What follows belongs to an exercise in optimizing a design on an open flow for small area and a short achievable clock period; a production flow would make more cautious choices.
In this exercise RTL edits were held to simulation tests only and were not proved equivalent to the original.

==> design.v <==
module convout_lane (
    input  wire [31:0] x,          
    input  wire [7:0]  fmt,        
    input  wire [2:0]  rnd,        
    input  wire        sat,        
    input  wire        internal,   
    input  wire [15:0] u,          
    output reg  [31:0] y,          
    output reg         f_sat,
    output reg         f_nan,
    output reg         f_inf
);
    localparam [7:0] F_FP32 = 8'h01, F_BF16 = 8'h02, F_FP16 = 8'h03,
                     F_E4M3 = 8'h04, F_E5M2 = 8'h05,
                     F_I32  = 8'h10, F_I16  = 8'h11, F_I8   = 8'h12,
                     F_U8   = 8'h13, F_I4   = 8'h14, F_U4   = 8'h15;
    reg        is_int;        
    reg [4:0]  mb;            
    reg [3:0]  eb;            
    reg [7:0]  bias;
    reg [7:0]  etop;          
    reg [31:0] maxbits;       
    reg [31:0] infbits;       
    reg [31:0] canon;         
    reg        e4m3;
    reg signed [33:0] lo, hi;   
    reg [5:0]  iw;            
    always @(*) begin
        is_int = 1'b0; mb = 5'd23; eb = 4'd8; bias = 8'd127; etop = 8'd255;
        maxbits = 32'h7F7F_FFFF; infbits = 32'h7F80_0000; canon = 32'h7FC0_0000;
        e4m3 = 1'b0; lo = 34'sd0; hi = 34'sd0; iw = 6'd32;
        case (fmt)
            F_BF16: begin mb = 5'd7;  eb = 4'd8; bias = 8'd127; etop = 8'd255;
                          maxbits = 32'h7F7F; infbits = 32'h7F80; canon = 32'h7FC0; end
            F_FP16: begin mb = 5'd10; eb = 4'd5; bias = 8'd15;  etop = 8'd31;
                          maxbits = 32'h7BFF; infbits = 32'h7C00; canon = 32'h7E00; end
            F_E4M3: begin mb = 5'd3;  eb = 4'd4; bias = 8'd7;   etop = 8'd15;
                          maxbits = 32'h7E;   infbits = 32'h0;    canon = 32'h7F; e4m3 = 1'b1; end
            F_E5M2: begin mb = 5'd2;  eb = 4'd5; bias = 8'd15;  etop = 8'd31;
                          maxbits = 32'h7B;   infbits = 32'h7C;   canon = 32'h7E; end
            F_I32:  begin is_int = 1'b1; iw = 6'd32; lo = -34'sd2147483648; hi = 34'sd2147483647; end
            F_I16:  begin is_int = 1'b1; iw = 6'd16; lo = -34'sd32768;      hi = 34'sd32767; end
            F_I8:   begin is_int = 1'b1; iw = 6'd8;  lo = -34'sd128;        hi = 34'sd127; end
            F_U8:   begin is_int = 1'b1; iw = 6'd8;  lo = 34'sd0;           hi = 34'sd255; end
            F_I4:   begin is_int = 1'b1; iw = 6'd4;  lo = -34'sd8;          hi = 34'sd7; end
            F_U4:   begin is_int = 1'b1; iw = 6'd4;  lo = 34'sd0;           hi = 34'sd15; end
            default: ;
        endcase
    end
    wire        s     = x[31];
    wire [7:0]  fe    = x[30:23];
    wire [22:0] fm    = x[22:0];
    wire        f_isnan = !internal && fe == 8'hFF && fm != 23'd0;
    wire        f_isinf = !internal && fe == 8'hFF && fm == 23'd0;
    wire [31:0] imag  = x[31] ? (~x + 32'd1) : x;    
    wire [31:0]       raw = internal ? imag : {fe != 8'd0, fm, 8'd0};
    wire signed [10:0] e0 = internal ? 11'sd31
                          : (fe == 8'd0 ? -11'sd126 : $signed({3'd0, fe}) - 11'sd127);
    reg [5:0] lz;
    integer i;
    always @(*) begin
        lz = 6'd32;
        for (i = 0; i < 32; i = i + 1)
            if (raw[i]) lz = 6'd31 - i[5:0];
    end
    wire [31:0]        nm = raw << lz;
    wire signed [10:0] e  = e0 - $signed({5'd0, lz});    
    wire signed [10:0] emin = 11'sd1 - $signed({3'd0, bias});
    wire signed [10:0] emx  = (e > emin) ? e : emin;
    wire signed [10:0] q    = is_int ? 11'sd0 : emx - $signed({6'd0, mb});
    wire signed [11:0] sh   = 12'sd31 - e + q;           
    wire               big  = sh < 0;                     
    wire [6:0]         shc  = big ? 7'd0 : (sh > 12'sd80 ? 7'd80 : sh[6:0]);
    wire [127:0] t    = {nm, 96'd0} >> shc;
    wire [31:0]  rq   = t[127:96];
    wire [47:0]  frac = t[95:48];
    wire         stk  = |t[47:0];
    wire         half = frac[47];
    wire         below = (|frac[46:0]) | stk;
    wire         inexact = half | below;
    wire [16:0]  dsum = {1'b0, frac[47:32]} + {1'b0, u};
    reg up;
    always @(*) begin
        case (rnd)
            3'd0: up = half & (below | rq[0]);
            3'd1: up = half;
            3'd2: up = 1'b0;
            3'd3: up = inexact & ~s;
            3'd4: up = inexact & s;
            3'd5: up = dsum[16];
            default: up = 1'b0;
        endcase
    end
    wire [32:0] rr = {1'b0, rq} + {32'd0, up};
    wire               carry = (rr >> (mb + 5'd1)) != 33'd0;
    wire [32:0]        rn    = carry ? (rr >> 1) : rr;
    wire signed [10:0] qn    = carry ? q + 11'sd1 : q;
    wire               nrm   = (rn >> mb) != 33'd0;
    wire signed [10:0] bexp  = nrm ? qn + $signed({6'd0, mb}) + $signed({3'd0, bias}) : 11'sd0;
    wire [31:0]        mmask = (32'd1 << mb) - 32'd1;
    wire [31:0]        mant  = rn[31:0] & mmask;
    wire [31:0]        sgnb  = {31'd0, s} << (eb + mb);
    wire               ovf   = e4m3 ? (bexp > 11'sd15 || (bexp == 11'sd15 && mant[2:0] == 3'd7))
                                    : (bexp >= $signed({3'd0, etop}));
    wire [31:0]        fbits = sgnb | ({21'd0, bexp} << mb) | mant;
    wire signed [33:0] xs   = {{2{x[31]}}, x};
    wire signed [33:0] rmag = {1'b0, rr};
    wire signed [33:0] rv   = s ? -rmag : rmag;
    wire [31:0]        imask = (iw == 6'd32) ? 32'hFFFF_FFFF : ((32'd1 << iw) - 32'd1);
    always @(*) begin
        y = 32'd0; f_sat = 1'b0; f_nan = 1'b0; f_inf = 1'b0;
        if (is_int) begin
            if (internal) begin
                if (!sat)            y = x & imask;
                else if (xs < lo)  begin y = lo[31:0] & imask; f_sat = 1'b1; end
                else if (xs > hi)  begin y = hi[31:0] & imask; f_sat = 1'b1; end
                else                 y = x & imask;
            end else if (f_isnan) begin
                y = 32'd0; f_sat = 1'b1;
            end else if (f_isinf || big) begin
                y = (s ? lo[31:0] : hi[31:0]) & imask; f_sat = 1'b1;
            end else if (rv < lo) begin
                y = lo[31:0] & imask; f_sat = 1'b1;
            end else if (rv > hi) begin
                y = hi[31:0] & imask; f_sat = 1'b1;
            end else begin
                y = rv[31:0] & imask;
            end
        end else begin
            if (f_isnan) begin
                y = canon; f_nan = 1'b1;
            end else if (f_isinf) begin
                if (e4m3) begin
                    if (sat) begin y = sgnb | maxbits; f_sat = 1'b1; end
                    else     begin y = canon; f_sat = 1'b1; f_nan = 1'b1; end
                end else begin
                    y = sgnb | infbits; f_inf = 1'b1;
                end
            end else if (rr != 33'd0 && ovf) begin
                if (e4m3) begin
                    if (sat) begin y = sgnb | maxbits; f_sat = 1'b1; end
                    else     begin y = canon; f_sat = 1'b1; f_nan = 1'b1; end
                end else if (sat || rnd == 3'd2 || (rnd == 3'd3 && s) || (rnd == 3'd4 && !s)) begin
                    y = sgnb | maxbits; f_sat = 1'b1;
                end else begin
                    y = sgnb | infbits; f_inf = 1'b1;
                end
            end else if (rr == 33'd0) begin
                y = sgnb;
            end else begin
                y = fbits;
            end
        end
    end
endmodule
module convout4 (
    input  wire         clk,
    input  wire         rst,           
    input  wire         in_valid,
    input  wire [7:0]   in_fmt,
    input  wire [2:0]   in_round,
    input  wire         in_sat,
    input  wire         in_internal,
    input  wire [127:0] in_x,          
    input  wire         seed_load,
    input  wire [31:0]  seed,
    output reg          out_valid,
    output reg  [127:0] out_y,
    output reg  [3:0]   out_sat,
    output reg  [3:0]   out_nan,
    output reg  [3:0]   out_inf,
    output reg  [31:0]  lfsr_state
);
    localparam LANES = 4;
    function [31:0] lfsr_step(input [31:0] g);
        lfsr_step = g[0] ? ((g >> 1) ^ 32'h8020_0003) : (g >> 1);
    endfunction
    reg [32*(LANES+1)-1:0] g;
    reg [31:0]             st;
    integer k, n;
    always @(*) begin
        st = lfsr_state;
        g[31:0] = st;
        for (k = 1; k <= LANES; k = k + 1) begin
            for (n = 0; n < 16; n = n + 1)
                st = lfsr_step(st);
            g[32*k +: 32] = st;
        end
    end
    wire draw = in_valid && in_round == 3'd5;
    always @(posedge clk) begin
        if (rst)
            lfsr_state <= 32'h0000_0001;
        else if (seed_load)
            lfsr_state <= seed;
        else if (draw)
            lfsr_state <= g[32*LANES +: 32];
    end
    wire [127:0] y;
    wire [3:0]   fs, fn, fi;
    genvar l;
    generate
        for (l = 0; l < LANES; l = l + 1) begin : lane
            convout_lane u_lane (
                .x        (in_x[32*l +: 32]),
                .fmt      (in_fmt),
                .rnd      (in_round),
                .sat      (in_sat),
                .internal (in_internal),
                .u        (g[32*(l+1) +: 16]),
                .y        (y[32*l +: 32]),
                .f_sat    (fs[l]),
                .f_nan    (fn[l]),
                .f_inf    (fi[l])
            );
        end
    endgenerate
    always @(posedge clk) begin
        if (rst)
            out_valid <= 1'b0;
        else
            out_valid <= in_valid;
        out_y   <= y;
        out_sat <= fs;
        out_nan <= fn;
        out_inf <= fi;
    end
endmodule
==> run.sh <==
#!/bin/bash
# synth_recipe.tcl (not shown) runs the flow's synth.tcl, then flattens the netlist and writes it again
# the make line also repeats each setting of config.mk as NAME=value (left out here)
make -C /OpenROAD-flow-scripts/flow DESIGN_CONFIG=/design/flow/config.mk WORK_HOME=/design/flow/orfs CLKGATE_MAP_FILE= SYNTH_SCRIPT=/design/flow/synth_recipe.tcl finish
==> config.mk <==
export PLATFORM = sky130hd
export DESIGN_NAME = convout4
export DESIGN_NICKNAME = convout4
export VERILOG_FILES = /design/flow/design.v
export SDC_FILE = /design/flow/constraint.sdc
export NUM_CORES = 8
export LEC_CHECK = 0
export CAP_MARGIN = 20
export CORE_MARGIN = 2
export CORE_UTILIZATION = 40
export SETUP_SLACK_MARGIN = 1.5
export SLEW_MARGIN = 20
export SYNTH_MEMORY_MAX_BITS = 16384
==> constraint.sdc <==
create_clock -name core_clock -period 32.0 [get_ports {clk}]
set_input_delay 6.4000 -clock core_clock [delete_from_list [all_inputs] [get_ports {clk}]]
set_output_delay 6.4000 -clock core_clock [all_outputs]
set_load 0.01 [all_outputs]
==> run_summary.xml <==
<?xml version="1.0" encoding="UTF-8"?>
<metrics>
  <group name="drt">
    <metric name="drt_first_iter_violations" unit="">20800</metric>
    <metric name="num_vias" unit="">126000</metric>
    <metric name="drt-total-wl" unit="microns">609000</metric>
    <metric name="ant_nets" unit="">0</metric>
    <metric name="via_per_inst" unit="">7.33</metric>
    <metric name="wl_per_cell" unit="microns">35.3</metric>
    <metric name="drt_pre_antenna_iters" unit="">11</metric>
    <metric name="drc_violations" unit="">0</metric>
  </group>
  <group name="sta">
    <metric name="timing.max_slew.rel_slack" unit="%">7.38</metric>
    <metric name="postLayoutSetupSlackWorst" unit="ns">2.52</metric>
    <metric name="aggregate_negative_setup_slack" unit="ns">0</metric>
    <metric name="finalSetupViolCount" unit="">0</metric>
    <metric name="unrepaired_setup_endpoints_after_global_routing" unit="">no</metric>
    <metric name="worst_margin_pin_slew" unit="ns">1.38</metric>
    <metric name="period_needed" unit="ns">29.48</metric>
    <metric name="timing.clock.skew" unit="ns">0.0218</metric>
    <metric name="final.hold.worst_slack" unit="ns">0.688</metric>
    <metric name="timing.fmax" unit="MHz">33.9</metric>
    <metric name="tcrit_tclk_final" unit="%">92.1</metric>
    <metric name="final-max-slew-violation-count" unit="">0</metric>
    <metric name="timing.final.hold_violations" unit="">0</metric>
  </group>
  <group name="run_status">
    <metric name="outcome" unit="">no timing/DRC/antenna violations</metric>
  </group>
  <group name="setup_path">
    <metric name="crit-reg2reg-capture" unit="">out_y[105]</metric>
    <metric name="crit_path_max_incr_delay" unit="ns">0.75</metric>
    <metric name="start_kind" unit="">input port</metric>
    <metric name="critical_path_class" unit="">input port to register</metric>
    <metric name="critPathCapture" unit="">out_y[69]</metric>
    <metric name="critPathRequiredTime" unit="ns">32.54</metric>
    <metric name="r2r_cells" unit="">69</metric>
    <metric name="crit_path_frequent_cell" unit="">sky130_fd_sc_hd__ha_1</metric>
    <metric name="cp.arrival" unit="ns">30.03</metric>
    <metric name="critical_path.startpoint" unit="">in_x[76]</metric>
    <metric name="cp_slowest_cell" unit="">sky130_fd_sc_hd__clkdlybuf4s50_1</metric>
    <metric name="r2r-start" unit="">lfsr_state[0]</metric>
    <metric name="setup.worst_path.end_class" unit="">register</metric>
    <metric name="rrSetupSlack" unit="ns">9.35</metric>
    <metric name="path_max_fanout" unit="">61</metric>
  </group>
  <group name="global_route">
    <metric name="groute.usage.overall" unit="%">49.8</metric>
    <metric name="grt_pass1_wl" unit="microns">852000</metric>
    <metric name="antenna_found_initial" unit="">65</metric>
    <metric name="maximum_number_of_pins_on_one_net_before_global_route_repair" unit="">123</metric>
    <metric name="overflow_left_after_global_routing" unit="">0</metric>
    <metric name="grt_pass1_vias" unit="">114000</metric>
  </group>
  <group name="die">
    <metric name="start_util" unit="%">40.3</metric>
    <metric name="dieHeight" unit="microns">481</metric>
    <metric name="core_area" unit="sq um">225000</metric>
    <metric name="top_level_ports" unit="">350</metric>
    <metric name="die_width" unit="microns">481</metric>
    <metric name="rows" unit="">174</metric>
    <metric name="die_outline_area" unit="sq um">231000</metric>
  </group>
  <group name="layout">
    <metric name="number_of_filler_instances_in_the_final_layout" unit="">24500</metric>
    <metric name="area_growth_syn_to_layout" unit="%">11.5</metric>
    <metric name="drive_above_1_share" unit="%">9.58</metric>
    <metric name="post_layout_nonfiller_instances" unit="">17300</metric>
    <metric name="finish.utilization" unit="%">45.0</metric>
    <metric name="fin_nets" unit="">15200</metric>
  </group>
  <group name="logic_synthesis">
    <metric name="synth_top_area_share" unit="%">11.3</metric>
    <metric name="yosys_warnings" unit="">2</metric>
    <metric name="synth_commonest_cells" unit="">1577 x sky130_fd_sc_hd__nor2_1, 1427 x sky130_fd_sc_hd__nand2_1, 1125 x sky130_fd_sc_hd__a21oi_1</metric>
    <metric name="synthDistinctLibCells" unit="">145</metric>
    <metric name="ys_seq_elements" unit="">173</metric>
    <metric name="syn-mean-instance-area" unit="sq um">6.45</metric>
    <metric name="postSynth.asyncResetShare" unit="%">0</metric>
    <metric name="synth-edff-count" unit="">0</metric>
    <metric name="netlist_top_cells_area" unit="">sky130_fd_sc_hd__ha_1 11%, sky130_fd_sc_hd__nor2_1 6.5%, sky130_fd_sc_hd__a21oi_1 6.2%, sky130_fd_sc_hd__nand2_1 5.9%, sky130_fd_sc_hd__o21ai_0 5.4%</metric>
    <metric name="yosys.cell_count.top_type" unit="">sky130_fd_sc_hd__nor2_1</metric>
    <metric name="synth-seq-area-share" unit="%">3.81</metric>
    <metric name="synth_area" unit="sq um">90800</metric>
    <metric name="ys_dominant_reg_cell" unit="">sky130_fd_sc_hd__dfxtp_1</metric>
    <metric name="mappedNetlistNets" unit="">15100</metric>
    <metric name="synth_top_area_cell" unit="">sky130_fd_sc_hd__ha_1</metric>
    <metric name="synth_cells" unit="">14100</metric>
  </group>
  <group name="placed_design">
    <metric name="dpl_worst_slack" unit="ns">0.248</metric>
    <metric name="hpwl_after_detailed_placement" unit="microns">474000</metric>
    <metric name="placement.io_buffers" unit="">349</metric>
    <metric name="place_inst" unit="">17100</metric>
    <metric name="finalWeightedCongestion" unit="">1.14</metric>
  </group>
  <group name="clock_network">
    <metric name="cts-buffers-inserted" unit="">17</metric>
    <metric name="cts.reportedPaths.clkPinSlew" unit="ns">0.09</metric>
    <metric name="cts_max_path_buffers" unit="">2</metric>
    <metric name="tritoncts" unit="">yes</metric>
    <metric name="numClockSinks" unit="">173</metric>
    <metric name="clk_latency_worst_skew_pair" unit="ns">0.60</metric>
    <metric name="deepest_level_of_the_cts_h_tree" unit="">4</metric>
    <metric name="hold_buffers" unit="">0</metric>
    <metric name="clock_tree.root_cell" unit="">sky130_fd_sc_hd__clkbuf_16</metric>
  </group>
  <group name="worst_hold_path">
    <metric name="hold_path.class" unit="">register to register</metric>
    <metric name="hold_path_depth" unit="">4</metric>
  </group>
  <group name="run">
    <metric name="maxCapViolCount" unit="">0</metric>
  </group>
</metrics>
[worst max-delay path: cells and delay by family]
| family | cells | cell delay [ns] |
|---|---|---|
| simple gates | 35 | 8.54 |
| compound gates | 37 | 8.33 |
| buf+inv | 10 | 3.01 |
| fa+ha+maj | 9 | 2.60 |
| mux | 3 | 0.76 |
| xor+xnor | 1 | 0.33 |
[layer usage]
| metal | vias to the layer above | global-route usage [%] | wire [microns] |
|---|---|---|---|
| li1 | 54300 | - | - |
| met1 | 59400 | 61.3 | 227000 |
| met3 | 2562 | 13.3 | 73500 |
| met4 | 38 | 38.6 | 59200 |
| met2 | 10100 | 73.3 | 249000 |
| met5 | - | 0.911 | 517 |
[kinds of logic after synthesis]
kind of cell | after synthesis | synth area share [%]
adder cells (fa/ha/maj) | 840 | 11.7
flip-flops | 173 | 3.81
AND/OR/NAND/NOR | 5818 | 31.4
buffers and inverters | 1292 | 5.83
multiplexers | 325 | 3.78
XOR/XNOR | 598 | 5.85
AO/OA/AOI/OAI | 5043 | 37.6
[worst min-delay path by stage]
stage / startpoint / end / slack, ns
floorplan: lfsr_state[16] / lfsr_state[16] / 0.64
global placement: lfsr_state[1] / lfsr_state[1] / 0.66
detailed placement: lfsr_state[2] / lfsr_state[2] / 0.67
CTS: lfsr_state[2] / lfsr_state[2] / 0.69
global route: lfsr_state[22] / lfsr_state[22] / 0.74
finish: lfsr_state[16] / lfsr_state[16] / 0.69
[flip-flops by register name (all words and copies together) (netlist names)]
register / flops
lfsr_state: 32
out_inf: 4
out_nan: 4
out_sat: 4
out_valid: 1
out_y: 128
[stage by stage]
step	cell area [sq um]
floorplan	90800
global placement	99500
detailed placement	99500
CTS	100000
global route	101000
finish	101000
[cells in the final DEF, fill, tap and decap left out, types with 162 or more instances in the layout]
| cell type | count |
|---|---|
| sky130_fd_sc_hd__a31oi_1 | 255 |
| sky130_fd_sc_hd__dfxtp_1 | 173 |
| sky130_fd_sc_hd__nor3_1 | 568 |
| sky130_fd_sc_hd__a211oi_1 | 306 |
| sky130_fd_sc_hd__ha_1 | 820 |
| sky130_fd_sc_hd__xor2_1 | 168 |
| sky130_fd_sc_hd__nor2b_1 | 164 |
| sky130_fd_sc_hd__mux2i_1 | 237 |
| sky130_fd_sc_hd__clkdlybuf4s50_1 | 322 |
| sky130_fd_sc_hd__o211ai_1 | 218 |
| sky130_fd_sc_hd__nand2_1 | 1423 |
| sky130_fd_sc_hd__nand2b_1 | 170 |
| sky130_fd_sc_hd__a21o_1 | 219 |
| sky130_fd_sc_hd__o22ai_1 | 162 |
| sky130_fd_sc_hd__a21oi_1 | 1118 |
| sky130_fd_sc_hd__nand4_1 | 281 |
| sky130_fd_sc_hd__o21ai_0 | 965 |
| sky130_fd_sc_hd__inv_1 | 302 |
| sky130_fd_sc_hd__xnor2_1 | 396 |
| sky130_fd_sc_hd__buf_4 | 692 |
| sky130_fd_sc_hd__nor2_1 | 1549 |
| sky130_fd_sc_hd__nor4_1 | 195 |
| sky130_fd_sc_hd__nand3_1 | 536 |
[area by class of cell]
class | count | area, sq um | share of cell area [%]
Multi-Input combinational cell | 12600 | 83200 | 82.2
Timing Repair Buffer | 1045 | 8820 | 8.71
Tap cell | 2992 | 3740 | 3.70
Sequential cell | 173 | 3460 | 3.42
Inverter | 331 | 1280 | 1.26
Clock buffer | 17 | 425 | 0.420
Clock inverter | 15 | 196 | 0.194
Antenna cell | 51 | 128 | 0.126
[timing repair]
action | in CTS | in global routing
gates cloned | 0 | 2
gates resized for setup | 4 | 142
endpoints found under the setup margin | 34 | 140
buffers inserted | 4 | 28
pin swaps | 1 | 15

[separate check: timing with driven ports]
The results above use ideal ports. As a check the final layout listed here was re-extracted and re-timed, cells and wires unchanged. Step 1 (the two cells are an assumption about what drives the block):
set clk [get_ports {clk}]
set_driving_cell -lib_cell sky130_fd_sc_hd__clkbuf_16 $clk
set_driving_cell -lib_cell sky130_fd_sc_hd__buf_2 [delete_from_list [all_inputs] $clk]
Step 2, shift: input delay + t, output delay - t, t = (earliest + latest rising clock arrival at the registers) / 2. This alone moves slack from input paths to output paths. Slacks: ideal / step 1 / step 2; pairs: ideal / step 1.
shift t [ns]: 0.661
slack for setup (ns): 2.518 / 2.553 / 1.891
clock arrival spread, ns: 0.030 / 0.029
After both steps setup and hold are still met in this run. For this run, drivers alone change the setup slack by +0.035 ns; drivers and shift together by -0.627 ns.
